This is an optimization exercise on Yosys and OpenROAD, whose aim is small area, a short achievable clock period and few clock cycles per item, not a production implementation.
Function was checked by simulation only, so behaviour that the tests miss may differ from the original.
Power is estimated from default activity; no workload was simulated.

$ cat design/flow/design.v
module filet_enc (
    input  wire        clk,
    input  wire        rst,           
    input  wire        in_valid,
    output wire        in_ready,
    input  wire [19:0] in_data,       
    input  wire        in_eos,        
    input  wire        in_eol,        
    input  wire [1:0]  cfg_depth,     
    input  wire [5:0]  cfg_e,         
    output wire        out_valid,
    input  wire        out_ready,
    output wire [31:0] out_data,
    output wire        out_last
);
    localparam N    = 36;             
    localparam CAP  = 88;             
    integer i, k, i1, i2, i3, k1, k2;
    function [4:0] bits_of;
        input [1:0] d;
        bits_of = (d == 2'd0) ? 5'd10 : (d == 2'd1) ? 5'd12 : 5'd20;
    endfunction
    function [26:0] drows;
        input [19:0] aq;
        input [6:0]  r;
        input [6:0]  step;
        reg   [19:0] a;
        reg   [6:0]  rr;
        reg   [8:0]  df;
        integer n;
        begin
            a  = aq;
            rr = r;
            for (n = 0; n < 5; n = n + 1) begin
                df = {1'b0, rr, a[19]} - {2'b0, step};
                a  = {a[18:0], ~df[8]};
                rr = df[8] ? {rr[5:0], aq[19-n]} : df[6:0];
            end
            drows = {a, rr};
        end
    endfunction
    function [44:0] therm;
        input [5:0] n;
        integer t;
        begin
            for (t = 0; t < 45; t = t + 1)
                therm[t] = (t < n);
        end
    endfunction
    function [8:0] qstep;
        input        sg;
        input [6:0]  R;
        input signed [7:0] dxp;
        input [5:0]  e;
        input        xlo, xhi;
        input [5:0]  x6, t6;
        reg signed [9:0] v, rr, rs, dxn, se, st, xx, tt;
        reg adj;
        reg signed [7:0] dxo;
        begin
            rr  = {3'd0, R};
            rs  = sg ? -rr : rr;
            v   = rs + dxp;
            se  = {4'd0, e};
            st  = {3'd0, e, 1'b1};
            xx  = {4'd0, x6};
            tt  = {4'd0, t6};
            adj = 1'b0;
            dxn = v;
            if (!sg && v > se) begin
                adj = 1'b1; dxn = v - st;
            end
            if (sg && v < -se) begin
                adj = 1'b1; dxn = v + st;
            end
            if (xlo && dxn > xx)
                dxo = xx[7:0];
            else if (xhi && dxn < -tt)
                dxo = -tt[7:0];
            else
                dxo = dxn[7:0];
            qstep = {adj, dxo};
        end
    endfunction
    reg         rst_q;                
    always @(posedge clk) rst_q <= rst;
    reg         in_rdy;
    assign      in_ready = in_rdy & ~rst_q;
    wire        fire = in_valid & in_ready;
    reg  [5:0]  n_acc;                
    reg         sos_acc;              
    wire        last_in = in_eos | in_eol | (n_acc == 6'd31);
    reg  [21:0] drum [0:N-1];         
    reg         synced;               
    reg  [5:0]  wcnt;                 
    reg  [5:0]  nval;                 
    reg  [5:0]  unp;                  
    wire [21:0] ex = drum[N-1];
    wire        ex_v = ex[21];
    reg  [5:0]  bf_e   [0:3];
    reg  [1:0]  bf_d   [0:3];
    reg         bf_sos [0:3];
    reg         bf_eol [0:3];
    reg  [4:0]  bf_k   [0:3];
    reg         bf_vb  [0:3];
    reg         bf_dec [0:3];
    reg  [2:0]  bf_wp;                
    reg  [1:0]  bf_dp;                
    reg  [2:0]  bf_rp;                
    reg  [2:0]  bf_fp;                
    reg         f0_v, f0_first, f0_last, f0_sos, f0_eol;
    reg  [19:0] f0_x;
    reg  [1:0]  f0_d;
    reg  [5:0]  f0_e;
    reg  [19:0] fx_prev;
    reg         fb_sos;               
    wire [4:0]  f0_b    = bits_of(f0_d);
    wire [20:0] f0_top  = (21'd1 << f0_b) - 21'd1;
    wire [19:0] f0_half = 20'd1 << (f0_b - 5'd1);
    wire [19:0] f0_base = f0_sos ? f0_half : fx_prev;
    wire [20:0] f0_D1   = {1'b0, f0_x} - {1'b0, f0_base};
    wire [19:0] f0_D2   = f0_base - f0_x;
    wire        f0_sg   = f0_D1[20];
    wire [19:0] f0_A    = f0_sg ? f0_D2 : f0_D1[19:0];
    wire [20:0] f0_tx   = f0_top - {1'b0, f0_x};
    reg         fv  [1:5];
    reg         ffi [1:5];
    reg         fla [1:5];
    reg         fso [1:5];
    reg         fsg [1:5];
    reg         fxl [1:5];
    reg         fxh [1:5];
    reg  [19:0] faq [1:5];
    reg  [6:0]  fr  [1:5];
    reg  [5:0]  fe  [1:5];
    reg  [1:0]  fd  [1:5];
    reg  [5:0]  fx6 [1:5];
    reg  [5:0]  ft6 [1:5];
    reg  [26:0] fdiv [1:4];
    always @* begin
        for (i1 = 1; i1 <= 4; i1 = i1 + 1)
            fdiv[i1] = drows(faq[i1], fr[i1], {fe[i1], 1'b1});
    end
    reg  signed [7:0] fdxA, fdxB;     
    reg         fpend;                
    wire        dec_vb;               
    reg         dec_now;
    reg         vb_reg;
    wire        vsel = dec_now ? dec_vb : vb_reg;
    wire signed [7:0] f5_dxp = fpend ? (vsel ? fdxB : fdxA) : fdxA;
    wire        f5_new = ffi[5] & ~fso[5];    
    wire [8:0]  f5_resA = qstep(fsg[5], fr[5], (fso[5] & ffi[5]) ? 8'sd0 : f5_dxp,
                                fe[5], fxl[5], fxh[5], fx6[5], ft6[5]);
    wire [8:0]  f5_resB = qstep(fsg[5], fr[5], 8'sd0,
                                fe[5], fxl[5], fxh[5], fx6[5], ft6[5]);
    reg         f6_v, f6_first, f6_last, f6_sg, f6_new, f6_aA, f6_aB;
    reg  [19:0] f6_Q;
    reg  [1:0]  f6_d;
    wire [19:0] f6_Qp = f6_Q + 20'd1;
    wire [19:0] f6_Qm = f6_Q - 20'd1;
    wire [20:0] f6_u0 = f6_sg ? ((f6_Q == 20'd0) ? 21'd0 : {f6_Qm, 1'b1}) : {f6_Q, 1'b0};
    wire [20:0] f6_u1 = f6_sg ? {f6_Q, 1'b1} : {f6_Qp, 1'b0};
    wire        f6_a  = (f6_new & vsel) ? f6_aB : f6_aA;
    wire [20:0] f6_u  = f6_a ? f6_u1 : f6_u0;
    wire [4:0]  f6_b  = bits_of(f6_d);
    reg  [10:0] cost [0:20];
    reg  [5:0]  term [0:20];
    reg  [20:0] ush;
    always @* begin
        for (k1 = 0; k1 <= 20; k1 = k1 + 1) begin
            ush = f6_u >> k1;
            if (ush < 24)
                term[k1] = ush[5:0] + 6'd1 + k1;
            else
                term[k1] = 6'd25 + {1'b0, f6_b};
            if (!f6_v) term[k1] = 6'd0;
        end
    end
    reg  [9:0]  nb;                   
    reg  [4:0]  blk_b;
    reg  [10:0] mv [0:20];
    reg  [20:0] gt;
    always @* begin
        for (k2 = 0; k2 <= 20; k2 = k2 + 1) begin
            mv[k2] = (k2 <= blk_b) ? cost[k2] : 11'h7ff;
            gt[k2] = (k2 > blk_b) || (cost[k2] > {1'b0, nb});
        end
    end
    assign dec_vb = &gt;
    reg  [10:0] t1v [0:10];  reg [4:0] t1i [0:10];
    reg  [10:0] t2v [0:5];   reg [4:0] t2i [0:5];
    reg  [10:0] t3v [0:2];   reg [4:0] t3i [0:2];
    reg  [10:0] s3v [0:2];   reg [4:0] s3i [0:2];
    reg  [10:0] t4v;         reg [4:0] t4i;
    reg  [4:0]  dec_k;
    reg         dec2;
    always @* begin
        for (i3 = 0; i3 < 10; i3 = i3 + 1) begin
            if (mv[2*i3+1] < mv[2*i3]) begin t1v[i3] = mv[2*i3+1]; t1i[i3] = 2*i3+1; end
            else                      begin t1v[i3] = mv[2*i3];   t1i[i3] = 2*i3;   end
        end
        t1v[10] = mv[20]; t1i[10] = 5'd20;
        for (i3 = 0; i3 < 5; i3 = i3 + 1) begin
            if (t1v[2*i3+1] < t1v[2*i3]) begin t2v[i3] = t1v[2*i3+1]; t2i[i3] = t1i[2*i3+1]; end
            else                        begin t2v[i3] = t1v[2*i3];   t2i[i3] = t1i[2*i3];   end
        end
        t2v[5] = t1v[10]; t2i[5] = t1i[10];
        for (i3 = 0; i3 < 3; i3 = i3 + 1) begin
            if (t2v[2*i3+1] < t2v[2*i3]) begin t3v[i3] = t2v[2*i3+1]; t3i[i3] = t2i[2*i3+1]; end
            else                        begin t3v[i3] = t2v[2*i3];   t3i[i3] = t2i[2*i3];   end
        end
        if (s3v[1] < s3v[0]) begin t4v = s3v[1]; t4i = s3i[1]; end
        else                 begin t4v = s3v[0]; t4i = s3i[0]; end
        dec_k = (s3v[2] < t4v) ? s3i[2] : t4i;
    end
    reg         rd_first;             
    wire        adv;                  
    wire        bf_avail = (bf_rp != bf_wp);
    wire        consume = synced & ex_v & adv & (~rd_first | bf_avail);
    wire        mv_up = ~synced & ex_v & ~drum[0][21];
    reg         p0_v, p0_first, p0_last, p0_sos;
    reg  [1:0]  p0_i;
    reg  [19:0] p0_x;
    reg  [5:0]  p0_e;
    reg  [1:0]  p0_d;
    reg  [19:0] bx_prev;
    wire [4:0]  p0_b    = bits_of(p0_d);
    wire [19:0] p0_half = 20'd1 << (p0_b - 5'd1);
    wire [19:0] p0_base = (p0_first & p0_sos) ? p0_half : bx_prev;
    wire [20:0] p0_D1   = {1'b0, p0_x} - {1'b0, p0_base};
    wire [19:0] p0_D2   = p0_base - p0_x;
    wire        p0_sg   = p0_D1[20];
    wire [19:0] p0_A    = p0_sg ? p0_D2 : p0_D1[19:0];
    reg         pv  [1:5];
    reg         pfi [1:5];
    reg         pla [1:5];
    reg         pso [1:5];
    reg         psg [1:5];
    reg  [1:0]  pix [1:5];
    reg  [19:0] px  [1:5];
    reg  [19:0] paq [1:5];
    reg  [6:0]  pr  [1:5];
    reg  [5:0]  pe  [1:5];
    reg  [1:0]  pd  [1:5];
    reg  [26:0] pdiv [1:4];
    always @* begin
        for (i2 = 1; i2 <= 4; i2 = i2 + 1)
            pdiv[i2] = drows(paq[i2], pr[i2], {pe[i2], 1'b1});
    end
    reg  signed [7:0] bdx;            
    reg         pv_reg;               
    reg         p6_v, p6_first, p6_last;
    reg  [1:0]  p6_i;
    reg  [19:0] p6_x;
    reg  [20:0] p6_u;
    wire [4:0]  p5_b   = bits_of(pd[5]);
    wire [20:0] p5_top = (21'd1 << p5_b) - 21'd1;
    wire [20:0] p5_tx  = p5_top - {1'b0, px[5]};
    wire        p6_vb  = bf_vb[p6_i];
    wire        prevvb = (p6_v & p6_last) ? p6_vb : pv_reg;
    wire        p5_rst = pfi[5] & (pso[5] | prevvb);
    wire [8:0]  p5_res = qstep(psg[5], pr[5], p5_rst ? 8'sd0 : bdx, pe[5],
                               (px[5][19:6] == 14'd0), (p5_tx[20:6] == 15'd0),
                               px[5][5:0], p5_tx[5:0]);
    wire [19:0] p5_Q   = paq[5];
    wire [20:0] p5_M   = {1'b0, p5_Q} + {20'd0, p5_res[8]};
    wire [20:0] p5_u   = (p5_M == 21'd0) ? 21'd0 :
                         psg[5] ? ({p5_M[19:0], 1'b0} - 21'd1) : {p5_M[19:0], 1'b0};
    wire [4:0]  p6_k   = bf_k[p6_i];
    wire [4:0]  p6_b   = bits_of(bf_d[p6_i]);
    wire [20:0] p6_m   = p6_u >> p6_k;
    wire        p6_esc = (p6_m >= 21'd24);
    reg  [5:0]  p6_F, p6_ZF, p6_len;
    reg  [20:0] p6_val;
    always @* begin
        if (p6_vb) begin
            p6_F = {1'b0, p6_b}; p6_ZF = {1'b0, p6_b}; p6_len = {1'b0, p6_b};
            p6_val = {1'b0, p6_x};
        end else if (p6_esc) begin
            p6_F = {1'b0, p6_b} + 6'd1; p6_ZF = {1'b0, p6_b} + 6'd1;
            p6_len = {1'b0, p6_b} + 6'd25;
            p6_val = p6_u;
        end else begin
            p6_F = {1'b0, p6_k}; p6_ZF = {1'b0, p6_k} + 6'd1;
            p6_len = p6_m[5:0] + 6'd1 + {1'b0, p6_k};
            p6_val = p6_u;
        end
    end
    wire [44:0] p6_code = (therm(p6_len) & ~therm(p6_ZF)) |
                          ({24'd0, p6_val} & therm(p6_F));
    wire [10:0] p6_hdr = p6_vb ? 11'd31 : {bf_e[p6_i], p6_k};
    reg         p7_v, p7_hf, p7_eol;
    reg  [10:0] p7_hdr;
    reg  [44:0] p7_code;
    reg  [5:0]  p7_len;
    reg  [CAP-1:0] acc;
    reg  [6:0]  cnt;
    reg  [4:0]  lbits;                
    reg         pad_pend;
    reg         mark_v;               
    reg  [6:0]  mark;                 
    reg  [32:0] ob [0:1];             
    reg  [1:0]  ob_v;
    reg         ob_w, ob_r;
    assign      out_valid = ob_v[ob_r] & ~rst_q;
    assign      out_data  = ob[ob_r][31:0];
    assign      out_last  = ob[ob_r][32];
    wire        pop = out_valid & out_ready;
    wire [4:0]  padn     = 5'd0 - lbits;
    wire        do_pad   = pad_pend & ~mark_v & ({1'b0, cnt} + {3'd0, padn} <= CAP);
    wire        ext      = (cnt >= 7'd32) & ~ob_v[ob_w] & ~do_pad;
    wire [6:0]  cnt_x    = ext ? cnt - 7'd32 : cnt;
    wire [CAP-1:0] word_sh = acc >> (cnt - 7'd32);
    wire        w_last   = mark_v & (cnt - 7'd32 == mark);
    wire [7:0]  need     = {1'b0, cnt_x} + (p7_hf ? 8'd11 : 8'd0) + {2'd0, p7_len};
    wire        pk_ok    = ~p7_v | (~pad_pend & (need <= CAP));
    wire        dec_ok   = ~p6_v | bf_dec[p6_i];
    assign      adv      = pk_ok & dec_ok;
    wire        app      = p7_v & adv;
    wire [CAP-1:0] acc1 = (app & p7_hf) ? {acc[CAP-12:0], p7_hdr} : acc;
    wire [5:0]  sh      = app ? p7_len : (do_pad ? {1'b0, padn} : 6'd0);
    wire [CAP-1:0] acc2 = (acc1 << sh) | (app ? {{(CAP-45){1'b0}}, p7_code} : {CAP{1'b0}});
    wire [6:0]  added   = (app ? ((p7_hf ? 7'd11 : 7'd0) + {1'b0, p7_len}) : 7'd0) +
                          (do_pad ? {2'd0, padn} : 7'd0);
    wire [3:0]  bf_occ  = {1'b0, bf_wp - bf_fp} + {3'd0, f0_v & f0_last};
    wire        room0   = (bf_occ <= 4'd3);
    wire        room1   = (bf_occ <= 4'd2);
    wire        slot_ok = synced ? (~ex_v | consume)
                                 : ((unp == {5'd0, ex_v}) & (~ex_v | mv_up));
    wire [5:0]  nval_0  = nval - {5'd0, consume};
    wire [5:0]  nval_1  = nval_0 + 6'd1;
    always @(posedge clk) begin
        for (i = N-1; i >= 2; i = i - 1)
            drum[i] <= drum[i-1];
        drum[1] <= fire ? {1'b1, last_in, in_data} : mv_up ? ex : drum[0];
        drum[0] <= {ex_v & ~consume & ~mv_up, ex[20:0]};
        f0_x     <= in_data;
        f0_d     <= cfg_depth;
        f0_e     <= cfg_e;
        f0_eol   <= in_eol;
        f0_first <= (n_acc == 6'd0);
        f0_last  <= last_in;
        f0_sos   <= sos_acc;
        faq[1] <= f0_A;
        fr[1]  <= 7'd0;
        fsg[1] <= f0_sg;
        fe[1]  <= f0_e; fd[1] <= f0_d;
        ffi[1] <= f0_first; fla[1] <= f0_last; fso[1] <= f0_sos;
        fxl[1] <= (f0_x[19:6] == 14'd0);
        fxh[1] <= (f0_tx[20:6] == 15'd0);
        fx6[1] <= f0_x[5:0]; ft6[1] <= f0_tx[5:0];
        if (f0_v) begin
            fx_prev <= f0_x;
            if (f0_first) fb_sos <= f0_sos;
        end
        for (i = 1; i <= 4; i = i + 1) begin
            faq[i+1] <= fdiv[i][26:7];
            fr[i+1]  <= fdiv[i][6:0];
            fsg[i+1] <= fsg[i];
            fe[i+1]  <= fe[i]; fd[i+1] <= fd[i];
            ffi[i+1] <= ffi[i]; fla[i+1] <= fla[i]; fso[i+1] <= fso[i];
            fxl[i+1] <= fxl[i]; fxh[i+1] <= fxh[i];
            fx6[i+1] <= fx6[i]; ft6[i+1] <= ft6[i];
        end
        f6_Q     <= faq[5];
        f6_sg    <= fsg[5];
        f6_d     <= fd[5];
        f6_first <= ffi[5]; f6_last <= fla[5];
        f6_new   <= f5_new;
        f6_aA    <= f5_resA[8];
        f6_aB    <= f5_resB[8];
        if (fv[5]) begin
            fdxA  <= f5_resA[7:0];
            fdxB  <= f5_resB[7:0];
        end else if (fpend & dec_now) begin
            fdxA  <= dec_vb ? fdxB : fdxA;
        end
        for (k = 0; k <= 20; k = k + 1)
            cost[k] <= ((f6_v & f6_first) ? 11'd0 : cost[k]) + {5'd0, term[k]};
        nb <= ((f6_v & f6_first) ? 10'd0 : nb) + (f6_v ? {5'd0, f6_b} : 10'd0);
        if (f6_v) blk_b <= f6_b;
        if (dec_now) vb_reg <= dec_vb;
        for (k = 0; k < 3; k = k + 1) begin
            s3v[k] <= t3v[k];
            s3i[k] <= t3i[k];
        end
        if (dec2) begin
            bf_vb[bf_dp]  <= vb_reg;
            bf_k[bf_dp]   <= dec_k;
            bf_dec[bf_dp] <= 1'b1;
        end
        if (f0_v & f0_last) begin
            bf_e[bf_wp[1:0]]   <= f0_e;
            bf_d[bf_wp[1:0]]   <= f0_d;
            bf_sos[bf_wp[1:0]] <= f0_first ? f0_sos : fb_sos;
            bf_eol[bf_wp[1:0]] <= f0_eol;
            bf_dec[bf_wp[1:0]] <= 1'b0;
        end
        if (adv) begin
            if (consume) begin
                p0_x     <= ex[19:0];
                p0_last  <= ex[20];
                p0_first <= rd_first;
                p0_i     <= bf_rp[1:0];
                p0_e     <= bf_e[bf_rp[1:0]];
                p0_d     <= bf_d[bf_rp[1:0]];
                p0_sos   <= bf_sos[bf_rp[1:0]];
            end
            paq[1] <= p0_A;
            pr[1]  <= 7'd0;
            psg[1] <= p0_sg;
            px[1]  <= p0_x;
            pe[1]  <= p0_e; pd[1] <= p0_d;
            pfi[1] <= p0_first; pla[1] <= p0_last; pso[1] <= p0_sos; pix[1] <= p0_i;
            if (p0_v) bx_prev <= p0_x;
            for (i = 1; i <= 4; i = i + 1) begin
                paq[i+1] <= pdiv[i][26:7];
                pr[i+1]  <= pdiv[i][6:0];
                psg[i+1] <= psg[i];
                px[i+1]  <= px[i];
                pe[i+1]  <= pe[i]; pd[i+1] <= pd[i];
                pfi[i+1] <= pfi[i]; pla[i+1] <= pla[i]; pso[i+1] <= pso[i];
                pix[i+1] <= pix[i];
            end
            p6_first <= pfi[5]; p6_last <= pla[5]; p6_i <= pix[5];
            p6_x <= px[5];
            p6_u <= p5_u;
            if (pv[5]) bdx <= p5_res[7:0];
            if (p6_v & p6_last) pv_reg <= p6_vb;
            p7_hf   <= p6_first;
            p7_hdr  <= p6_hdr;
            p7_code <= p6_code;
            p7_len  <= p6_len;
            p7_eol  <= p6_last & bf_eol[p6_i];
        end
        acc <= acc2;
        if (ext) begin
            ob[ob_w] <= {w_last, word_sh[31:0]};
        end
        if (rst_q) begin
            for (i = 0; i < N; i = i + 1)
                drum[i][21] <= 1'b0;
            in_rdy    <= 1'b1;
            n_acc     <= 6'd0;
            sos_acc   <= 1'b1;
            synced    <= 1'b1;
            wcnt      <= 6'd0;
            nval      <= 6'd0;
            unp       <= 6'd0;
            f0_v      <= 1'b0;
            for (i = 1; i <= 5; i = i + 1) fv[i] <= 1'b0;
            f6_v      <= 1'b0;
            fpend     <= 1'b0;
            dec_now   <= 1'b0;
            dec2      <= 1'b0;
            bf_wp <= 3'd0; bf_dp <= 2'd0; bf_rp <= 3'd0; bf_fp <= 3'd0;
            rd_first  <= 1'b1;
            p0_v      <= 1'b0;
            for (i = 1; i <= 5; i = i + 1) pv[i] <= 1'b0;
            p6_v <= 1'b0; p7_v <= 1'b0;
            pv_reg    <= 1'b0;
            cnt       <= 7'd0;
            lbits     <= 5'd0;
            pad_pend  <= 1'b0;
            mark_v    <= 1'b0;
            ob_v      <= 2'b00;
            ob_w      <= 1'b0;
            ob_r      <= 1'b0;
        end else begin
            if (fire) begin
                n_acc   <= last_in ? 6'd0 : n_acc + 6'd1;
                sos_acc <= in_eos | in_eol;
            end
            f0_v <= fire;
            fv[1] <= f0_v;
            for (i = 1; i <= 4; i = i + 1) fv[i+1] <= fv[i];
            f6_v <= fv[5];
            if (fv[5]) fpend <= f5_new;
            else if (fpend & dec_now) fpend <= 1'b0;
            dec_now <= f6_v & f6_last;
            dec2    <= dec_now;
            nval <= fire ? nval_1 : nval_0;
            if (synced)
                unp <= fire ? nval : nval - 6'd1;
            else
                unp <= unp - {5'd0, ex_v};
            in_rdy <= slot_ok & (fire ? (~in_eol & (last_in ? room1 : room0)) : room0);
            if (consume) begin
                rd_first <= ex[20];
                if (ex[20]) bf_rp <= bf_rp + 3'd1;
            end
            if (synced) begin
                if (ex_v & ~consume) begin
                    synced <= 1'b0;
                    wcnt   <= N - 1;
                end
            end else begin
                wcnt <= wcnt - 6'd1;
                if (wcnt == 6'd1) synced <= 1'b1;
            end
            if (f0_v & f0_last) bf_wp <= bf_wp + 3'd1;
            if (dec2) bf_dp <= bf_dp + 2'd1;
            if (adv & p6_v & p6_last) bf_fp <= bf_fp + 3'd1;
            if (adv) begin
                p0_v <= consume;
                pv[1] <= p0_v;
                for (i = 1; i <= 4; i = i + 1) pv[i+1] <= pv[i];
                p6_v <= pv[5];
                p7_v <= p6_v;
            end
            cnt   <= cnt_x + added;
            lbits <= lbits + added[4:0];
            if (app & p7_eol) pad_pend <= 1'b1;
            if (do_pad) begin
                pad_pend <= 1'b0;
                mark_v   <= 1'b1;
                mark     <= 7'd0;
                lbits    <= 5'd0;
            end else if (mark_v) begin
                if (ext & w_last) mark_v <= 1'b0;
                mark <= mark + added;
            end
            if (ext) begin
                ob_v[ob_w] <= 1'b1;
                ob_w       <= ~ob_w;
            end
            if (pop) begin
                ob_v[ob_r] <= 1'b0;
                ob_r       <= ~ob_r;
            end
        end
    end
endmodule
$ cat design/flow/run.sh
#!/bin/bash
# synth_recipe.tcl (not shown) runs the flow's synth.tcl, then flattens the netlist and writes it again
# the make line also repeats each setting of config.mk as NAME=value (left out here)
make -C /OpenROAD-flow-scripts/flow DESIGN_CONFIG=/design/flow/config.mk WORK_HOME=/design/flow/orfs CLKGATE_MAP_FILE= SYNTH_SCRIPT=/design/flow/synth_recipe.tcl finish
$ cat design/flow/config.mk
export PLATFORM = sky130hd
export DESIGN_NAME = filet_enc
export DESIGN_NICKNAME = filet_enc
export VERILOG_FILES = /design/flow/design.v
export SDC_FILE = /design/flow/constraint.sdc
export NUM_CORES = 4
export LEC_CHECK = 0
export CAP_MARGIN = 20
export CORE_MARGIN = 2
export CORE_UTILIZATION = 40
export SLEW_MARGIN = 20
$ cat design/flow/constraint.sdc
create_clock -name core_clock -period 65.0 [get_ports {clk}]
set_input_delay 13.0000 -clock core_clock [delete_from_list [all_inputs] [get_ports {clk}]]
set_output_delay 13.0000 -clock core_clock [all_outputs]
set_load 0.01 [all_outputs]
==> flow_metrics.tcl, run 1 <==
set metrics [dict create \
    vias 84400 \
    finalCritPeriodShare 0.244 \
    cts_buffers 228 \
    cts_tree "yes" \
    finClkSkew_ns 0.0987 \
    place_congestion 0.937 \
    dr.pass1.iters 8 \
    synthToLayoutAreaGrowth_pct 10.9 \
    slew_violations 0 \
    hold_start "fx6[4][2]" \
    path_clk_slew_ns 0.06 \
    cts-root-buf "clkbuf_16" \
    rsz0062_at_grt "false" \
    ys_ff_latch 2211 \
    reg2reg_slack_ns 52.57 \
    ant_nets 0 \
    fin_crit_ns 15.87 \
    cap_viol_max_count 0 \
    dieArea_um2 297000 \
    grt_pass1_vias 84000 \
    outcome "finished clean" \
    regMostFlops "drum" \
    syn_inst 11500 \
    cp.required_ns 52.00 \
    via_per_inst 5.42 \
    yosysSeqAreaShare 0.434 \
    synth.area.top_cells "dfxtp_1 (27%), edfxtp_1 (17%), ha_1 (12%)" \
    clock_path_buffers 4 \
    drc 0 \
    setup_ws_ns 49.13 \
    hold_path_depth 0 \
    fin_tns_setup_ns 0 \
    mostFrequentLayoutCell "dfxtp_1" \
    final_cell_mix "dfxtp_1 (1555), ha_1 (1100), nor2_1 (904)" \
    fin_hold_ws_ns 0.264 \
    ctsResizeCount 0 \
    grt_overflow 0 \
    wl_um 311000 \
    reg2reg_to "fdxA[3]" \
    grt_pass1_wl_um 483000 \
    die_h_um 545 \
    ys.flop_type "dfxtp_1" \
    postCtsHoldBufs 0 \
    dp_cells 15100 \
    yosysUniqueCellTypes 119 \
    p_leak_nw 55.6 \
    grt_max_degree 152 \
    finalHoldViolCount 0 \
    max-slew-margin-rel 0.259 \
    rr_worst_depth 42 \
    clock_sinks 2211 \
    reg.largest.list "drum: 792 flops, cost: 231 flops" \
    min_path_type "reg -> reg" \
    criticalPathCategory "reg -> out" \
    multi_input_area_um2 62000 \
    yosysTopAreaCellShare 0.268 \
    fin_nets 12700 \
    path_max_fanout 73 \
    synthArstFlopShare 0 \
    setup_viol_count_final 0 \
    postCtsSetupRepairBufs 0 \
    fmax_ghz 0.0630 \
    crit_path_end_kind "output pin" \
    nFillCells 27200 \
    register_area_um2 50800 \
    pin_count 69 \
    pre_cts_slack_ns 49.47 \
    synth_edf_count 647 \
    tightest_slew_ns 1.10 \
    timing.rr.start "nb[8]" \
    yosys_warnings 39 \
    insertion_delay_ns 0.92 \
    avgRoutedWirePerCell_um 20.0 \
    whs_endpoint "fx6[5][2]" \
    peakVddDrop_v 0.000129 \
    port_buffers 68 \
    synth_area_leader_cell "dfxtp_1" \
    startpoint_type "flop" \
    placement_rows 198 \
    final_cells 15600 \
    syn_area_um2 117000 \
    h-tree-depth 4 \
    dpl.hpwl_um 235000 \
    core_area_um2 291000 \
    grtUsageTotal 0.206 \
    crit_arrival_ns 2.87 \
    drive_above_1_share 0.0889 \
    syn_avg_cell_area_um2 10.2 \
    power_density_nw_per_um2 57.1 \
    largest_reg_flops 792 \
    drt_iter0_drc 5990 \
    antenna_found_initial 15 \
    start_util 0.402 \
    die_w_um 545 \
]
## cell usage after synthesis, types with 139 or more instances
cell / number
nor2_1: 911
a21oi_1: 857
edfxtp_1: 647
xnor2_1: 442
nand2_1: 665
inv_1: 719
mux2_2: 251
nor3_1: 139
ha_1: 1100
o21ai_0: 449
clkbuf_1: 319
mux2i_1: 650
a21o_1: 265
nor2b_1: 181
dfxtp_1: 1564
and2_1: 181
nand3_1: 152
xor2_1: 187
## worst max-delay path by stage
stage / startpoint / to / slack, ns / cells after the start
after global placement: in_valid / nval[5] / 49.45 / 7
final: rst_q / in_ready / 49.13 / 2
after CTS: rst_q / in_ready / 49.06 / 2
after global routing: rst_q / in_ready / 49.03 / 2
after floorplan: lbits[1] / bx_prev[0] / 47.08 / 21
after detailed placement: in_valid / nval[5] / 49.47 / 7
## final cells by class
class,instances,share of cell area
tap,3900,0.0376
antenna,5,0.0000965
clock buffer,291,0.0487
inverter,735,0.0213
clock inverter,130,0.0112
multi-input combinational,8128,0.478
sequential,2211,0.391
timing repair buffer,172,0.0114
## logic make-up (layout without fill, tap and decap cells)
family | after synthesis | count (layout) | synth area share
buf+inv | 1156 | 1328 | 0.0379
simple gates | 2792 | 2792 | 0.115
other cells | 1 | 15 | 0.0000321
compound gates | 2527 | 2527 | 0.138
xor+xnor | 629 | 629 | 0.0471
fa+ha+maj | 1184 | 1184 | 0.132
mux | 986 | 986 | 0.0957
flops | 2211 | 2211 | 0.434
## stage by stage
stage,power (mW),util,cell area [um^2]
floorplan,5.15,-,117000
global placement,5.92,0.419,122000
detailed placement,6.04,0.419,122000
CTS,7.43,0.446,130000
global route,8.02,0.446,130000
finish,7.40,0.446,130000
## layer usage
layer	share of wire	vias to the layer above	global-route usage
met5	0	-	0
met4	0.037	0	0.0764
met3	0.049	576	0.0245
met2	0.46	2203	0.340
met1	0.45	40800	0.275
li1	-	40900	-
## where the power goes
group	switching, mW	internal [mW]	total [mW]	leakage, nW
clock	0.572	0.767	1.34	3.79
sequential	0.139	1.71	1.85	19.2
combinational	2.24	1.96	4.21	32.6
## critical path, cell delays in order (launching register included)
cell and delay (ns):
dfxtp_4 0.95, nor2b_1 0.15, clkdlybuf4s50_1 0.81
Testbench counts, summed over its fixed seeds: cycles 109,793, samples 109,175.
==> inputs of run 2 (changes only) <==
--- a/design/flow/design.v
+++ b/design/flow/design.v
@@ -2,16 +2,16 @@
     input  wire        clk,
     input  wire        rst,           
     input  wire        in_valid,
-    output wire        in_ready,
+    output reg         in_ready,
     input  wire [19:0] in_data,       
     input  wire        in_eos,        
     input  wire        in_eol,        
     input  wire [1:0]  cfg_depth,     
     input  wire [5:0]  cfg_e,         
-    output wire        out_valid,
+    output reg         out_valid,
     input  wire        out_ready,
-    output wire [31:0] out_data,
-    output wire        out_last
+    output reg  [31:0] out_data,
+    output reg         out_last
 );
     localparam N    = 36;             
     localparam CAP  = 88;             
@@ -20,6 +20,23 @@
         input [1:0] d;
         bits_of = (d == 2'd0) ? 5'd10 : (d == 2'd1) ? 5'd12 : 5'd20;
     endfunction
+    function ult12;
+        input [11:0] a, b;
+        reg lt, eq;
+        integer q;
+        begin
+            lt = 1'b0; eq = 1'b1;
+            for (q = 11; q >= 0; q = q - 1) begin
+                lt = lt | (eq & ~a[q] & b[q]);
+                eq = eq & ~(a[q] ^ b[q]);
+            end
+            ult12 = lt;
+        end
+    endfunction
+    function slt10;
+        input [9:0] a, b;
+        slt10 = ult12({2'b0, ~a[9], a[8:0]}, {2'b0, ~b[9], b[8:0]});
+    endfunction
     function [26:0] drows;
         input [19:0] aq;
         input [6:0]  r;
@@ -44,7 +61,7 @@
         integer t;
         begin
             for (t = 0; t < 45; t = t + 1)
-                therm[t] = (t < n);
+                therm[t] = ult12(t, {6'd0, n});
         end
     endfunction
     function [8:0] qstep;
@@ -67,15 +84,15 @@
             tt  = {4'd0, t6};
             adj = 1'b0;
             dxn = v;
-            if (!sg && v > se) begin
+            if (!sg && slt10(se, v)) begin
                 adj = 1'b1; dxn = v - st;
             end
-            if (sg && v < -se) begin
+            if (sg && slt10(v, -se)) begin
                 adj = 1'b1; dxn = v + st;
             end
-            if (xlo && dxn > xx)
+            if (xlo && slt10(xx, dxn))
                 dxo = xx[7:0];
-            else if (xhi && dxn < -tt)
+            else if (xhi && slt10(dxn, -tt))
                 dxo = -tt[7:0];
             else
                 dxo = dxn[7:0];
@@ -84,12 +101,11 @@
     endfunction
     reg         rst_q;                
     always @(posedge clk) rst_q <= rst;
-    reg         in_rdy;
-    assign      in_ready = in_rdy & ~rst_q;
     wire        fire = in_valid & in_ready;
     reg  [5:0]  n_acc;                
     reg         sos_acc;              
     wire        last_in = in_eos | in_eol | (n_acc == 6'd31);
+    wire [5:0]  n_acc_1 = n_acc + 6'd1;
     reg  [21:0] drum [0:N-1];         
     reg         synced;               
     reg  [5:0]  wcnt;                 
@@ -163,55 +179,59 @@
     wire        f6_a  = (f6_new & vsel) ? f6_aB : f6_aA;
     wire [20:0] f6_u  = f6_a ? f6_u1 : f6_u0;
     wire [4:0]  f6_b  = bits_of(f6_d);
-    reg  [10:0] cost [0:20];
-    reg  [5:0]  term [0:20];
+    reg  [11:0] cost [0:20];
+    reg  [6:0]  term [0:20];
     reg  [20:0] ush;
+    reg  [6:0]  cst;
     always @* begin
         for (k1 = 0; k1 <= 20; k1 = k1 + 1) begin
             ush = f6_u >> k1;
-            if (ush < 24)
-                term[k1] = ush[5:0] + 6'd1 + k1;
+            case (f6_d)
+            2'd0:    cst = 1 + k1 - 10;
+            2'd1:    cst = 1 + k1 - 12;
+            default: cst = 1 + k1 - 20;
+            endcase
+            if ((ush[20:5] == 16'd0) && !(ush[4] & ush[3]))
+                term[k1] = {2'd0, ush[4:0]} + cst;
             else
-                term[k1] = 6'd25 + {1'b0, f6_b};
-            if (!f6_v) term[k1] = 6'd0;
+                term[k1] = 7'd25;
+            if (!f6_v) term[k1] = 7'd0;
         end
     end
-    reg  [9:0]  nb;                   
-    reg  [4:0]  blk_b;
-    reg  [10:0] mv [0:20];
+    reg  [11:0] mv [0:20];
     reg  [20:0] gt;
     always @* begin
         for (k2 = 0; k2 <= 20; k2 = k2 + 1) begin
-            mv[k2] = (k2 <= blk_b) ? cost[k2] : 11'h7ff;
-            gt[k2] = (k2 > blk_b) || (cost[k2] > {1'b0, nb});
+            mv[k2] = {~cost[k2][11], cost[k2][10:0]};
+            gt[k2] = ~cost[k2][11] & (|cost[k2][10:0]);
         end
     end
     assign dec_vb = &gt;
-    reg  [10:0] t1v [0:10];  reg [4:0] t1i [0:10];
-    reg  [10:0] t2v [0:5];   reg [4:0] t2i [0:5];
-    reg  [10:0] t3v [0:2];   reg [4:0] t3i [0:2];
-    reg  [10:0] s3v [0:2];   reg [4:0] s3i [0:2];
-    reg  [10:0] t4v;         reg [4:0] t4i;
+    reg  [11:0] t1v [0:10];  reg [4:0] t1i [0:10];
+    reg  [11:0] t2v [0:5];   reg [4:0] t2i [0:5];
+    reg  [11:0] t3v [0:2];   reg [4:0] t3i [0:2];
+    reg  [11:0] s3v [0:2];   reg [4:0] s3i [0:2];
+    reg  [11:0] t4v;         reg [4:0] t4i;
     reg  [4:0]  dec_k;
     reg         dec2;
     always @* begin
         for (i3 = 0; i3 < 10; i3 = i3 + 1) begin
-            if (mv[2*i3+1] < mv[2*i3]) begin t1v[i3] = mv[2*i3+1]; t1i[i3] = 2*i3+1; end
+            if (ult12(mv[2*i3+1], mv[2*i3])) begin t1v[i3] = mv[2*i3+1]; t1i[i3] = 2*i3+1; end
             else                      begin t1v[i3] = mv[2*i3];   t1i[i3] = 2*i3;   end
         end
         t1v[10] = mv[20]; t1i[10] = 5'd20;
         for (i3 = 0; i3 < 5; i3 = i3 + 1) begin
-            if (t1v[2*i3+1] < t1v[2*i3]) begin t2v[i3] = t1v[2*i3+1]; t2i[i3] = t1i[2*i3+1]; end
+            if (ult12(t1v[2*i3+1], t1v[2*i3])) begin t2v[i3] = t1v[2*i3+1]; t2i[i3] = t1i[2*i3+1]; end
             else                        begin t2v[i3] = t1v[2*i3];   t2i[i3] = t1i[2*i3];   end
         end
         t2v[5] = t1v[10]; t2i[5] = t1i[10];
         for (i3 = 0; i3 < 3; i3 = i3 + 1) begin
-            if (t2v[2*i3+1] < t2v[2*i3]) begin t3v[i3] = t2v[2*i3+1]; t3i[i3] = t2i[2*i3+1]; end
+            if (ult12(t2v[2*i3+1], t2v[2*i3])) begin t3v[i3] = t2v[2*i3+1]; t3i[i3] = t2i[2*i3+1]; end
             else                        begin t3v[i3] = t2v[2*i3];   t3i[i3] = t2i[2*i3];   end
         end
-        if (s3v[1] < s3v[0]) begin t4v = s3v[1]; t4i = s3i[1]; end
+        if (ult12(s3v[1], s3v[0])) begin t4v = s3v[1]; t4i = s3i[1]; end
         else                 begin t4v = s3v[0]; t4i = s3i[0]; end
-        dec_k = (s3v[2] < t4v) ? s3i[2] : t4i;
+        dec_k = ult12(s3v[2], t4v) ? s3i[2] : t4i;
     end
     reg         rd_first;             
     wire        adv;                  
@@ -269,7 +289,7 @@
     wire [4:0]  p6_k   = bf_k[p6_i];
     wire [4:0]  p6_b   = bits_of(bf_d[p6_i]);
     wire [20:0] p6_m   = p6_u >> p6_k;
-    wire        p6_esc = (p6_m >= 21'd24);
+    wire        p6_esc = (p6_m[20:5] != 16'd0) | (p6_m[4] & p6_m[3]);
     reg  [5:0]  p6_F, p6_ZF, p6_len;
     reg  [20:0] p6_val;
     always @* begin
@@ -299,21 +319,17 @@
     reg         pad_pend;
     reg         mark_v;               
     reg  [6:0]  mark;                 
-    reg  [32:0] ob [0:1];             
-    reg  [1:0]  ob_v;
-    reg         ob_w, ob_r;
-    assign      out_valid = ob_v[ob_r] & ~rst_q;
-    assign      out_data  = ob[ob_r][31:0];
-    assign      out_last  = ob[ob_r][32];
-    wire        pop = out_valid & out_ready;
+    reg         sk_v, sk_last;
+    reg  [31:0] sk_data;
     wire [4:0]  padn     = 5'd0 - lbits;
-    wire        do_pad   = pad_pend & ~mark_v & ({1'b0, cnt} + {3'd0, padn} <= CAP);
-    wire        ext      = (cnt >= 7'd32) & ~ob_v[ob_w] & ~do_pad;
+    wire [7:0]  padsum   = {1'b0, cnt} + {3'd0, padn};
+    wire        do_pad   = pad_pend & ~mark_v & ~ult12(CAP, {4'd0, padsum});
+    wire        ext      = (cnt[6] | cnt[5]) & ~(out_valid & sk_v) & ~do_pad;
     wire [6:0]  cnt_x    = ext ? cnt - 7'd32 : cnt;
     wire [CAP-1:0] word_sh = acc >> (cnt - 7'd32);
     wire        w_last   = mark_v & (cnt - 7'd32 == mark);
     wire [7:0]  need     = {1'b0, cnt_x} + (p7_hf ? 8'd11 : 8'd0) + {2'd0, p7_len};
-    wire        pk_ok    = ~p7_v | (~pad_pend & (need <= CAP));
+    wire        pk_ok    = ~p7_v | (~pad_pend & ~ult12(CAP, {4'd0, need}));
     wire        dec_ok   = ~p6_v | bf_dec[p6_i];
     assign      adv      = pk_ok & dec_ok;
     wire        app      = p7_v & adv;
@@ -323,16 +339,17 @@
     wire [6:0]  added   = (app ? ((p7_hf ? 7'd11 : 7'd0) + {1'b0, p7_len}) : 7'd0) +
                           (do_pad ? {2'd0, padn} : 7'd0);
     wire [3:0]  bf_occ  = {1'b0, bf_wp - bf_fp} + {3'd0, f0_v & f0_last};
-    wire        room0   = (bf_occ <= 4'd3);
-    wire        room1   = (bf_occ <= 4'd2);
+    wire        room0   = ~bf_occ[3] & ~bf_occ[2];
+    wire        room1   = ~bf_occ[3] & ~bf_occ[2] & ~(bf_occ[1] & bf_occ[0]);
     wire        slot_ok = synced ? (~ex_v | consume)
                                  : ((unp == {5'd0, ex_v}) & (~ex_v | mv_up));
     wire [5:0]  nval_0  = nval - {5'd0, consume};
     wire [5:0]  nval_1  = nval_0 + 6'd1;
+    wire [5:0]  nval_m  = nval - 6'd1;
     always @(posedge clk) begin
         for (i = N-1; i >= 2; i = i - 1)
             drum[i] <= drum[i-1];
-        drum[1] <= fire ? {1'b1, last_in, in_data} : mv_up ? ex : drum[0];
+        drum[1] <= in_ready ? {in_valid, last_in, in_data} : mv_up ? ex : drum[0];
         drum[0] <= {ex_v & ~consume & ~mv_up, ex[20:0]};
         f0_x     <= in_data;
         f0_d     <= cfg_depth;
@@ -376,9 +393,7 @@
             fdxA  <= dec_vb ? fdxB : fdxA;
         end
         for (k = 0; k <= 20; k = k + 1)
-            cost[k] <= ((f6_v & f6_first) ? 11'd0 : cost[k]) + {5'd0, term[k]};
-        nb <= ((f6_v & f6_first) ? 10'd0 : nb) + (f6_v ? {5'd0, f6_b} : 10'd0);
-        if (f6_v) blk_b <= f6_b;
+            cost[k] <= ((f6_v & f6_first) ? 12'd0 : cost[k]) + {{5{term[k][6]}}, term[k]};
         if (dec_now) vb_reg <= dec_vb;
         for (k = 0; k < 3; k = k + 1) begin
             s3v[k] <= t3v[k];
@@ -435,12 +450,31 @@
         end
         acc <= acc2;
         if (ext) begin
-            ob[ob_w] <= {w_last, word_sh[31:0]};
+            sk_data <= word_sh[31:0];
+            sk_last <= w_last;
         end
+        if (~out_valid | out_ready) begin
+            out_data <= sk_v ? sk_data : word_sh[31:0];
+            out_last <= sk_v ? sk_last : w_last;
+        end
+        if (rst | rst_q) begin
+            out_valid <= 1'b0;
+            sk_v      <= 1'b0;
+        end else if (~out_valid | out_ready) begin
+            out_valid <= sk_v | ext;
+            sk_v      <= sk_v & ext;
+        end else if (ext) begin
+            sk_v      <= 1'b1;
+        end
+        if (rst)
+            in_ready <= 1'b0;
+        else if (rst_q)
+            in_ready <= 1'b1;
+        else
+            in_ready <= slot_ok & (fire ? (~in_eol & (last_in ? room1 : room0)) : room0);
         if (rst_q) begin
             for (i = 0; i < N; i = i + 1)
                 drum[i][21] <= 1'b0;
-            in_rdy    <= 1'b1;
             n_acc     <= 6'd0;
             sos_acc   <= 1'b1;
             synced    <= 1'b1;
@@ -463,14 +497,9 @@
             lbits     <= 5'd0;
             pad_pend  <= 1'b0;
             mark_v    <= 1'b0;
-            ob_v      <= 2'b00;
-            ob_w      <= 1'b0;
-            ob_r      <= 1'b0;
         end else begin
-            if (fire) begin
-                n_acc   <= last_in ? 6'd0 : n_acc + 6'd1;
-                sos_acc <= in_eos | in_eol;
-            end
+            n_acc   <= fire ? (last_in ? 6'd0 : n_acc_1) : n_acc;
+            if (fire) sos_acc <= in_eos | in_eol;
             f0_v <= fire;
             fv[1] <= f0_v;
             for (i = 1; i <= 4; i = i + 1) fv[i+1] <= fv[i];
@@ -481,10 +510,9 @@
             dec2    <= dec_now;
             nval <= fire ? nval_1 : nval_0;
             if (synced)
-                unp <= fire ? nval : nval - 6'd1;
+                unp <= fire ? nval : nval_m;
             else
                 unp <= unp - {5'd0, ex_v};
-            in_rdy <= slot_ok & (fire ? (~in_eol & (last_in ? room1 : room0)) : room0);
             if (consume) begin
                 rd_first <= ex[20];
                 if (ex[20]) bf_rp <= bf_rp + 3'd1;
@@ -520,14 +548,6 @@
                 if (ext & w_last) mark_v <= 1'b0;
                 mark <= mark + added;
             end
-            if (ext) begin
-                ob_v[ob_w] <= 1'b1;
-                ob_w       <= ~ob_w;
-            end
-            if (pop) begin
-                ob_v[ob_r] <= 1'b0;
-                ob_r       <= ~ob_r;
-            end
         end
     end
 endmodule
--- a/design/flow/config.mk
+++ b/design/flow/config.mk
@@ -7,5 +7,6 @@
 export LEC_CHECK = 0
 export CAP_MARGIN = 20
 export CORE_MARGIN = 2
-export CORE_UTILIZATION = 40
+export CORE_UTILIZATION = 65
+export PLACE_DENSITY = 0.72
 export SLEW_MARGIN = 20
==> run 2 against run 1 <==
Net effect: count of clock-buffer cells in the layout shrank 24; non-clock buffer count shrank 18; utilization grew 27 points; via count shrank 1.1%; critical path depth shrank 1; register-to-register slack gained 1.3 ns; worst hold slack lost 0.033 ns; largest power group unchanged; wire length shrank 1.5%; die area shrank 40%.
==> flow_metrics.tcl, run 2 <==
set metrics [dict create \
    port_buffers 68 \
    crit_family "flip-flops" \
    antenna_found_initial 12 \
    synthArstFlopShare 0 \
    ys_ff_latch 2219 \
    fin_total_pwr_mw 7.31 \
    grt_pass1_vias 82300 \
    p_leak_nw 54.2 \
    start_util 0.656 \
    outcome "finished clean" \
    vias 83500 \
    dpl.hpwl_um 225000 \
    fin_nets 12000 \
    postCtsSetupRepairBufs 0 \
    min_path_type "reg -> reg" \
    yosys-top-cells-count "dfxtp_1 (1576), nor2_1 (847), a21oi_1 (835)" \
    synth-compound-area-share 0.129 \
    setup_ws_ns 49.40 \
    place_congestion 0.997 \
    dieArea_um2 179000 \
    cts_buffers 212 \
    largest_reg_flops 792 \
    insertion_delay_ns 0.95 \
    syn_avg_cell_area_um2 10.3 \
    cts-root-buf "clkbuf_16" \
    grt_overflow 0 \
    fmax_ghz 0.0641 \
    postCtsHoldBufs 0 \
    stdcell_area_um2 125000 \
    avgRoutedWirePerCell_um 22.5 \
    wl_um 307000 \
    synth.area.top_cells "dfxtp_1 (28%), edfxtp_1 (17%), ha_1 (8.4%)" \
    yosys.area_share.adder 0.107 \
    die_h_um 423 \
    core_area_um2 174000 \
    synth_xor_area_frac 0.0594 \
    synth_mux_area_frac 0.114 \
    pre_cts_slack_ns 50.22 \
    synth_edf_count 643 \
    regMostFlops "drum" \
    clock_path_buffers 3 \
    ctsResizeCount 0 \
    synth-simple-area-share 0.106 \
    cp_slowest_cell "dfxtp_2" \
    grt_max_degree 86 \
    yosysTopAreaCellShare 0.276 \
    path_clk_slew_ns 0.07 \
    mostFrequentLayoutCell "dfxtp_1" \
    pin_count 69 \
    cp.required_ns 52.00 \
    finClkSkew_ns 0.139 \
    tightest_slew_ns 1.20 \
    slew_violations 0 \
    crit_path_end_kind "output pin" \
    grt_pass1_wl_um 475000 \
    crit_arrival_ns 2.60 \
    syn_area_um2 114000 \
    synth_top_family_by_area "compound AO/OA/AOI/OAI gates" \
    max_stage_delay_ns 0.97 \
    placed_area_um2 117000 \
    criticalPathCategory "reg -> out" \
    setup_viol_count_final 0 \
    yosysUniqueCellTypes 106 \
    drive_above_1_share 0.0851 \
    peakVddDrop_v 0.000296 \
    via_per_inst 6.13 \
    finalCritPeriodShare 0.240 \
    fin_tns_setup_ns 0 \
    finalHoldViolCount 0 \
    startpoint_type "flop" \
    grtUsageTotal 0.337 \
    ys.flop_type "dfxtp_1" \
    crit_chain "clkdlybuf4s50_1" \
    placement_rows 153 \
    cts_tree "yes" \
    yosys.cell_count.top_type "dfxtp_1" \
    dr.pass1.iters 6 \
    fin_crit_ns 15.60 \
    yosys_warnings 39 \
    clock_sinks 2219 \
    nFillCells 12300 \
    critPathBufInv 1 \
    h-tree-depth 4 \
    ant_nets 0 \
    path_max_fanout 46 \
    final_cell_mix "dfxtp_1 (1570), nor2_1 (845), a21oi_1 (826)" \
    die_w_um 423 \
    yosysSeqAreaShare 0.445 \
    drt_iter0_drc 7992 \
    drc 0 \
    max-slew-margin-rel 0.197 \
    synth_area_leader_cell "dfxtp_1" \
    power_density_nw_per_um2 58.4 \
    synthToLayoutAreaGrowth_pct 9.38 \
    cap_viol_max_count 0 \
    reg.largest.list "drum: 792 flops, cost: 252 flops" \
    rsz0062_at_grt "false" \
    syn_inst 11100 \
]
[run 2: changes by cell type in the layout (fill, tap and decap cells not counted), sizes merged, moves of 68 or more]
cell / previous run / this run
xnor2: 442 / 604
o21ai: 472 / 396
mux2i: 658 / 732
maj3: 0 / 70
ha: 1100 / 765
nor2: 915 / 847
o21bai: 137 / 221
[run 2: area by class of cell]
type / count / area [um^2] / share of cell area
multi-input cells: 7709 / 59200 / 0.473
flip-flops and latches: 2219 / 50900 / 0.407
clock buffers: 267 / 5820 / 0.0465
inverters: 801 / 3010 / 0.0240
well taps: 2325 / 2910 / 0.0233
clock inverters: 136 / 1940 / 0.0155
repair buffers: 154 / 1320 / 0.0106
diodes: 6 / 15.0 / 0.000120
[run 2: per-stage QoR]
step | cells | hold slack (ns) | util
after floorplan | 11100 | 0.310 | -
after global placement | 13200 | 0.310 | 0.673
after detailed placement | 13200 | 0.312 | 0.673
after CTS | 13600 | 0.241 | 0.717
after global routing | 13600 | 0.247 | 0.717
final | 13600 | 0.231 | 0.717
[run 2: cell families after synthesis]
kind of cell	Yosys count
XOR/XNOR	775
other	1
buffers and inverters	1180
flip-flops	2219
AO/OA/AOI/OAI	2323
AND/OR/NAND/NOR	2554
multiplexers	1114
adder cells (fa/ha/maj)	933
[run 2: final timing paths]
check	startpoint	cells past startpoint	endpoint	slack (ns)
worst max-delay path	in_ready	1	in_ready	49.40
worst min-delay path	fxh[1]	0	fxh[2]	0.23
worst max register to register	fe[2][1]	49	fr[3][5]	53.90
worst min register to register	fxh[1]	0	fxh[2]	0.23
[run 2: power by group]
part / internal (mW) / switching (mW)
logic: 1.83 / 2.31
registers: 1.70 / 0.125
clock network: 0.764 / 0.582
[run 2: routing by layer]
layer / routed length [um] / track usage / up-vias
li1: - / - / 39300
met1: 132000 / 0.461 / 40200
met2: 138000 / 0.529 / 3333
met3: 23600 / 0.0599 / 648
met4: 13600 / 0.140 / 2
met5: 13 / 0 / -
Testbench counts of run 2, summed over its fixed seeds: cycles 109,793, samples 109,175.
==> inputs of run 3 (changes only) <==
--- a/design/flow/config.mk
+++ b/design/flow/config.mk
@@ -7,6 +7,5 @@
 export LEC_CHECK = 0
 export CAP_MARGIN = 20
 export CORE_MARGIN = 2
-export CORE_UTILIZATION = 65
-export PLACE_DENSITY = 0.72
+export CORE_UTILIZATION = 40
 export SLEW_MARGIN = 20
==> run 3 against run 2 <==
Net effect: first-iteration DRC count shrank 35%; sequential cell count is the same; synthesized cell count is the same; worst hold slack lost 0.0085 ns.
==> flow_metrics.tcl, run 3 <==
set metrics [dict create \
    crit_arrival_ns 2.65 \
    vias 80900 \
    timing.rr.start "pe[3][1]" \
    mostFrequentLayoutCell "dfxtp_1" \
    grt_use_met2 0.321 \
    dieArea_um2 290000 \
    grt_pass1_wl_um 452000 \
    path_max_fanout 46 \
    syn_area_um2 114000 \
    clock_path_buffers 4 \
    drt_iter0_drc 5199 \
    cts-root-buf "clkbuf_16" \
    ctsResizeCount 0 \
    regMostFlops "drum" \
    pin_count 69 \
    crit_path_end_kind "output pin" \
    antenna_found_initial 13 \
    slew_violations 0 \
    avgRoutedWirePerCell_um 19.0 \
    grtUsageTotal 0.193 \
    wl_um 286000 \
    synth.area.top_cells "dfxtp_1 (28%), edfxtp_1 (17%), ha_1 (8.4%)" \
    yosysUniqueCellTypes 106 \
    finClkSkew_ns 0.108 \
    final_cell_mix "dfxtp_1 (1570), nor2_1 (845), a21oi_1 (828)" \
    outcome "finished clean" \
    insertion_delay_ns 0.94 \
    max-slew-margin-rel 0.264 \
    grt_max_degree 176 \
    rr_worst_depth 48 \
    drive_above_1_share 0.0862 \
    largest_reg_flops 792 \
    yosys_warnings 39 \
    fin_tns_setup_ns 0 \
    fmax_ghz 0.0639 \
    yosys.cell_count.top_type "dfxtp_1" \
    nFillCells 26200 \
    crit_chain "clkdlybuf4s50_1" \
    fin_crit_ns 15.65 \
    cts_buffers 228 \
    start_util 0.402 \
    clock_sinks 2219 \
    startpoint_type "flop" \
    finalCritPeriodShare 0.241 \
    setup_ws_ns 49.35 \
    cts_tree "yes" \
    cap_viol_max_count 0 \
    yosysTopAreaCellShare 0.276 \
    yosysSeqAreaShare 0.445 \
    synthArstFlopShare 0 \
    criticalPathCategory "reg -> out" \
    grtUsageMet3 0.0242 \
    finalHoldViolCount 0 \
    rsz0062_at_grt "false" \
    die_h_um 539 \
    tightest_slew_ns 1.08 \
    busiest_layer "met2" \
    met1_usage 0.257 \
    die_w_um 539 \
    p_leak_nw 54.5 \
    critPathLaunch "in_ready" \
    yosys-top-cells-count "dfxtp_1 (1576), nor2_1 (847), a21oi_1 (835)" \
    reg2reg_to "pr[4][4]" \
    drc 0 \
    place_congestion 0.943 \
    port_buffers 68 \
    cp_slowest_cell "dfxtp_2" \
    dr.pass1.iters 6 \
    peakVddDrop_v 0.000142 \
    cp.required_ns 52.00 \
    synth_area_leader_cell "dfxtp_1" \
    synthToLayoutAreaGrowth_pct 11.3 \
    setup_viol_count_final 0 \
    worst-path-stages 1 \
    fin_nets 12000 \
    postCtsSetupRepairBufs 0 \
    endpoint "in_ready" \
    core_area_um2 285000 \
    path_clk_slew_ns 0.06 \
    syn_avg_cell_area_um2 10.3 \
    reg2reg_slack_ns 54.33 \
    reg.largest.list "drum: 792 flops, cost: 252 flops" \
    synth_edf_count 643 \
    postCtsHoldBufs 0 \
    via_per_inst 5.36 \
    max_stage_delay_ns 0.92 \
    grt_pass1_vias 81400 \
    pre_cts_slack_ns 49.55 \
    dpl.hpwl_um 216000 \
    ys.flop_type "dfxtp_1" \
    min_path_type "reg -> reg" \
    ant_nets 0 \
    h-tree-depth 4 \
    crit_family "flip-flops" \
    grt_overflow 0 \
    syn_inst 11100 \
    placement_rows 196 \
    critPathBufInv 1 \
    ys_ff_latch 2219 \
    power_density_nw_per_um2 56.3 \
]
run 3: kinds of logic (layout without fill, tap and decap cells):
kind of cell / Yosys count / after routing / share of synthesized area
and+or+nand+nor: 2554 / 2554 / 0.106
AOI/OAI and AO/OA: 2323 / 2323 / 0.129
DFF: 2219 / 2219 / 0.445
buffers and inverters: 1180 / 1388 / 0.0394
muxes: 1114 / 1114 / 0.114
adders and majority gates: 933 / 933 / 0.107
xor gates and xnor gates: 775 / 775 / 0.0594
other: 1 / 14 / 0.0000328
run 3: report_power, final:
part | switching, mW | total (mW) | internal (mW)
Sequential | 0.0935 | 1.79 | 1.70
Combinational | 2.18 | 3.99 | 1.82
Clock | 0.562 | 1.38 | 0.819
Total | 2.83 | 7.16 | 4.33
run 3: through the flow:
step | std cells | total power [mW] | hold slack, ns | util | instance area (um^2)
2_1_floorplan | 11100 | 4.99 | 0.310 | - | 114000
3_3_place_gp | 14600 | 5.66 | 0.310 | 0.418 | 119000
3_5_place_dp | 14600 | 5.78 | 0.312 | 0.418 | 119000
4_1_cts | 15100 | 7.21 | 0.212 | 0.447 | 127000
5_1_grt | 15100 | 7.80 | 0.228 | 0.447 | 127000
6_report | 15100 | 7.16 | 0.223 | 0.447 | 127000
run 3: layer usage:
layer,part of all wire,up-vias
met1,0.45,39000
met4,0.033,2
met5,0.000024,-
met2,0.47,2015
met3,0.049,520
li1,-,39400
run 3: final cells by class:
cell class / instances / area [um^2] / share of cell area
Multi-Input combinational cell: 7709 / 59200 / 0.465
Tap cell: 3762 / 4710 / 0.0370
Sequential cell: 2219 / 50900 / 0.400
Clock buffer: 298 / 6410 / 0.0503
Clock inverter: 129 / 1670 / 0.0131
Inverter: 801 / 3010 / 0.0236
Timing Repair Buffer: 160 / 1440 / 0.0113
Antenna cell: 4 / 10.0 / 0.0000786
run 3: worst reg2reg max path, delay by kind of cell (launching register included):
kind	cells	cell delay, ns
xor gates and xnor gates	1	0.26
AOI/OAI and AO/OA	17	2.80
DFF	1	0.39
adders and majority gates	5	1.65
and+or+nand+nor	16	2.77
muxes	4	1.53
buffers and inverters	5	1.00
run 3: worst min path at each step:
stage,startpoint,to,depth (start not counted)
2_1_floorplan,drum[9][0],drum[10][0],0
3_3_place_gp,drum[33][11],drum[34][11],0
3_5_place_dp,drum[12][20],drum[13][20],0
4_1_cts,drum[30][16],drum[31][16],0
5_1_grt,drum[30][16],drum[31][16],0
6_report,drum[30][16],drum[31][16],0
==> inputs of run 4 (changes only) <==
--- a/design/flow/design.v
+++ b/design/flow/design.v
@@ -13,7 +13,7 @@
     output reg  [31:0] out_data,
     output reg         out_last
 );
-    localparam N    = 36;             
+    localparam N    = 35;             
     localparam CAP  = 88;             
     integer i, k, i1, i2, i3, k1, k2;
     function [4:0] bits_of;
@@ -101,7 +101,8 @@
     endfunction
     reg         rst_q;                
     always @(posedge clk) rst_q <= rst;
-    wire        fire = in_valid & in_ready;
+    reg         in_rdy;
+    wire        fire = in_valid & in_rdy & ~rst_q;
     reg  [5:0]  n_acc;                
     reg         sos_acc;              
     wire        last_in = in_eos | in_eol | (n_acc == 6'd31);
@@ -144,14 +145,13 @@
     reg         fla [1:5];
     reg         fso [1:5];
     reg         fsg [1:5];
-    reg         fxl [1:5];
-    reg         fxh [1:5];
+    reg         fxl [1:5];            
+    reg         fxh [1:5];            
     reg  [19:0] faq [1:5];
     reg  [6:0]  fr  [1:5];
     reg  [5:0]  fe  [1:5];
     reg  [1:0]  fd  [1:5];
-    reg  [5:0]  fx6 [1:5];
-    reg  [5:0]  ft6 [1:5];
+    reg  [5:0]  fx6 [1:5];            
     reg  [26:0] fdiv [1:4];
     always @* begin
         for (i1 = 1; i1 <= 4; i1 = i1 + 1)
@@ -166,9 +166,9 @@
     wire signed [7:0] f5_dxp = fpend ? (vsel ? fdxB : fdxA) : fdxA;
     wire        f5_new = ffi[5] & ~fso[5];    
     wire [8:0]  f5_resA = qstep(fsg[5], fr[5], (fso[5] & ffi[5]) ? 8'sd0 : f5_dxp,
-                                fe[5], fxl[5], fxh[5], fx6[5], ft6[5]);
+                                fe[5], fxl[5], fxh[5], fx6[5], fx6[5]);
     wire [8:0]  f5_resB = qstep(fsg[5], fr[5], 8'sd0,
-                                fe[5], fxl[5], fxh[5], fx6[5], ft6[5]);
+                                fe[5], fxl[5], fxh[5], fx6[5], fx6[5]);
     reg         f6_v, f6_first, f6_last, f6_sg, f6_new, f6_aA, f6_aB;
     reg  [19:0] f6_Q;
     reg  [1:0]  f6_d;
@@ -346,10 +346,11 @@
     wire [5:0]  nval_0  = nval - {5'd0, consume};
     wire [5:0]  nval_1  = nval_0 + 6'd1;
     wire [5:0]  nval_m  = nval - 6'd1;
+    wire        rdy_nx  = slot_ok & (fire ? (~in_eol & (last_in ? room1 : room0)) : room0);
     always @(posedge clk) begin
         for (i = N-1; i >= 2; i = i - 1)
             drum[i] <= drum[i-1];
-        drum[1] <= in_ready ? {in_valid, last_in, in_data} : mv_up ? ex : drum[0];
+        drum[1] <= in_rdy ? {fire, last_in, in_data} : mv_up ? ex : drum[0];
         drum[0] <= {ex_v & ~consume & ~mv_up, ex[20:0]};
         f0_x     <= in_data;
         f0_d     <= cfg_depth;
@@ -365,7 +366,7 @@
         ffi[1] <= f0_first; fla[1] <= f0_last; fso[1] <= f0_sos;
         fxl[1] <= (f0_x[19:6] == 14'd0);
         fxh[1] <= (f0_tx[20:6] == 15'd0);
-        fx6[1] <= f0_x[5:0]; ft6[1] <= f0_tx[5:0];
+        fx6[1] <= (f0_tx[20:6] == 15'd0) ? f0_tx[5:0] : f0_x[5:0];
         if (f0_v) begin
             fx_prev <= f0_x;
             if (f0_first) fb_sos <= f0_sos;
@@ -377,7 +378,7 @@
             fe[i+1]  <= fe[i]; fd[i+1] <= fd[i];
             ffi[i+1] <= ffi[i]; fla[i+1] <= fla[i]; fso[i+1] <= fso[i];
             fxl[i+1] <= fxl[i]; fxh[i+1] <= fxh[i];
-            fx6[i+1] <= fx6[i]; ft6[i+1] <= ft6[i];
+            fx6[i+1] <= fx6[i];
         end
         f6_Q     <= faq[5];
         f6_sg    <= fsg[5];
@@ -471,7 +472,11 @@
         else if (rst_q)
             in_ready <= 1'b1;
         else
-            in_ready <= slot_ok & (fire ? (~in_eol & (last_in ? room1 : room0)) : room0);
+            in_ready <= rdy_nx;
+        if (rst_q)
+            in_rdy <= 1'b1;
+        else
+            in_rdy <= rdy_nx;
         if (rst_q) begin
             for (i = 0; i < N; i = i + 1)
                 drum[i][21] <= 1'b0;
--- a/design/flow/config.mk
+++ b/design/flow/config.mk
@@ -8,4 +8,6 @@
 export CAP_MARGIN = 20
 export CORE_MARGIN = 2
 export CORE_UTILIZATION = 40
+export CTS_BUF_LIST = sky130_fd_sc_hd__clkbuf_4 sky130_fd_sc_hd__clkbuf_8
+export CTS_CLUSTER_SIZE = 30
 export SLEW_MARGIN = 20
==> run 4 against run 3 <==
Net effect: utilization up 0.10 points; clock skew rose by 0.034 ns; largest cell class unchanged; sequential power grew 6%; area after synthesis fell by 0.38%; register-to-register slack lost 0.34 ns; still clean on timing, DRC and antenna; cell area is 0.45% lower; worst hold slack gained 0.026 ns; first-iteration DRC count rose by 13%; synthesized cell count fell by 0.22%; largest power group unchanged; power rose by 6.8%; combinational power is 12% higher; via count rose by 1.8%.
==> flow_metrics.tcl, run 4 <==
set metrics [dict create \
    placement_rows 195 \
    synthToLayoutAreaGrowth_pct 11.2 \
    core_area_um2 283000 \
    insertion_delay_ns 1.06 \
    fin_tns_setup_ns 0 \
    cts_buffers 350 \
    grt_pass1_vias 82200 \
    synth_area_leader_cell "dfxtp_1" \
    finalHoldViolCount 0 \
    yosysSeqAreaShare 0.437 \
    synth_mux_area_frac 0.111 \
    drive_above_1_share 0.106 \
    peakVddDrop_v 0.000127 \
    placed_area_um2 119000 \
    synth_xor_area_frac 0.0586 \
    yosys.area_share.adder 0.108 \
    setup_viol_count_final 0 \
    finClkSkew_ns 0.142 \
    crit_family "buffers and inverters" \
    ant_nets 0 \
    cp_slowest_cell "clkdlybuf4s50_1" \
    tightest_slew_ns 1.16 \
    fin_nets 12100 \
    synthArstFlopShare 0 \
    drt_iter0_drc 5873 \
    ctsResizeCount 0 \
    die_h_um 538 \
    cap_viol_max_count 0 \
    postCtsHoldBufs 0 \
    yosys_warnings 38 \
    pin_count 69 \
    reg.largest.list "drum: 770 flops, cost: 252 flops" \
    largest_reg_flops 770 \
    clock_sinks 2168 \
    criticalPathCategory "reg -> out" \
    path_clk_slew_ns 0.06 \
    rsz0062_at_grt "false" \
    cts_tree "yes" \
    ys_ff_latch 2168 \
    stdcell_area_um2 127000 \
    grt_overflow 0 \
    power_density_nw_per_um2 60.4 \
    crit_arrival_ns 2.02 \
    nFillCells 26300 \
    synth-compound-area-share 0.136 \
    dieArea_um2 289000 \
    syn_avg_cell_area_um2 10.3 \
    crit_chain "clkdlybuf4s50_1" \
    dpl.hpwl_um 221000 \
    fmax_ghz 0.0666 \
    synth.area.top_cells "dfxtp_1 (27%), edfxtp_1 (17%), ha_1 (8.4%)" \
    regMostFlops "drum" \
    h-tree-depth 5 \
    yosysUniqueCellTypes 117 \
    synth-simple-area-share 0.109 \
    port_buffers 68 \
    min_path_type "reg -> reg" \
    postCtsSetupRepairBufs 0 \
    antenna_found_initial 14 \
    clock_path_buffers 4 \
    cp.required_ns 52.00 \
    yosys.cell_count.top_type "dfxtp_1" \
    start_util 0.403 \
    ys.flop_type "dfxtp_1" \
    critPathBufInv 1 \
    max_stage_delay_ns 0.59 \
    final_cell_mix "dfxtp_1 (1519), nor2_1 (828), a21oi_1 (819)" \
    max-slew-margin-rel 0.226 \
    grtUsageTotal 0.199 \
    wl_um 293000 \
    avgRoutedWirePerCell_um 19.2 \
    synth_top_family_by_area "compound AO/OA/AOI/OAI gates" \
    outcome "finished clean" \
    via_per_inst 5.40 \
    yosysTopAreaCellShare 0.268 \
    crit_path_end_kind "output pin" \
    grt_max_degree 86 \
    cts-root-buf "clkbuf_8" \
    finalCritPeriodShare 0.231 \
    syn_inst 11100 \
    dr.pass1.iters 8 \
    place_congestion 0.926 \
    final_util 0.448 \
    grt_pass1_wl_um 460000 \
    mostFrequentLayoutCell "dfxtp_1" \
    p_leak_nw 54.9 \
    fin_crit_ns 15.02 \
    drc 0 \
    syn_area_um2 114000 \
    slew_violations 0 \
    die_w_um 538 \
    startpoint_type "flop" \
    vias 82400 \
    synth_edf_count 643 \
    path_max_fanout 1 \
    yosys-top-cells-count "dfxtp_1 (1525), nor2_1 (832), a21oi_1 (828)" \
]
## run 4: final timing paths
check | startpoint | endpoint | slack, ns | cells after the start
hold / removal | fla[1] | fla[2] | 0.25 | 0
hold reg to reg | fla[1] | fla[2] | 0.25 | 0
setup reg to reg | pe[3][1] | pr[4][4] | 53.99 | 48
setup / recovery | in_ready | in_ready | 49.98 | 1
## run 4: area by class of cell
class	count	area [um^2]	share of cell area
inverters	812	3050	0.0241
well taps	3743	4680	0.0370
diodes	8	20.0	0.000158
multi-input cells	7734	59800	0.472
flip-flops and latches	2168	49900	0.393
repair buffers	162	1410	0.0111
clock inverters	132	1530	0.0121
clock buffers	506	6340	0.0500
## run 4: kinds of logic after synthesis
logic type | count (synthesis)
fa+ha+maj | 939
xor+xnor | 759
compound gates | 2405
simple gates | 2583
buf+inv | 1182
flops | 2168
other cells | 1
mux | 1038
## run 4: per-layer routing
metal,part of all wire,vias up,track usage
met2,0.46,2110,0.326
met4,0.026,0,0.0550
li1,-,39900,-
met1,0.46,39900,0.271
met3,0.055,466,0.0302
met5,0,-,0
## run 4: stage by stage
stage               total power [mW]  hold WS, ns  worst slack, ns  cells
global placement                6.17        0.310            49.57  14600
global route                    8.31        0.265            49.86  15300
floorplan                       5.36        0.310            43.13  11100
CTS                             7.68        0.255            49.81  15300
finish                          7.65        0.248            49.98  15300
detailed placement              6.32        0.312            49.56  14600
## run 4: power breakdown
part	internal [mW]	switching, mW
combinational	2.05	2.40
clock	0.740	0.566
sequential	1.71	0.171
Testbench counts of run 4, summed over its fixed seeds: cycles 109,785, samples 109,175.

## re-timing with driven ports
How much do the figures lean on ideal ports? The routed layouts below were timed once more, with nothing changed but the port constraints. Step 1 assumes that a clkbuf_16 drives the clock port and a buf_2 every other input. Step 2, shift: input delay + t, output delay - t, t = (earliest + latest rising clock arrival at the registers) / 2. This alone moves slack from input paths to output paths. a / b / c = ideal / step 1 / step 2; a / b = the first two.
run | shift t [ns] | setup WS [ns]
run 1 | 0.952 | 49.134 / 49.042 / 49.292
run 2 | 0.970 | 49.403 / 49.309 / 50.228
run 3 | 0.973 | 49.350 / 49.259 / 49.771
run 4 | 1.074 | 49.984 / 49.898 / 49.344
After both steps every run listed still meets setup and hold.
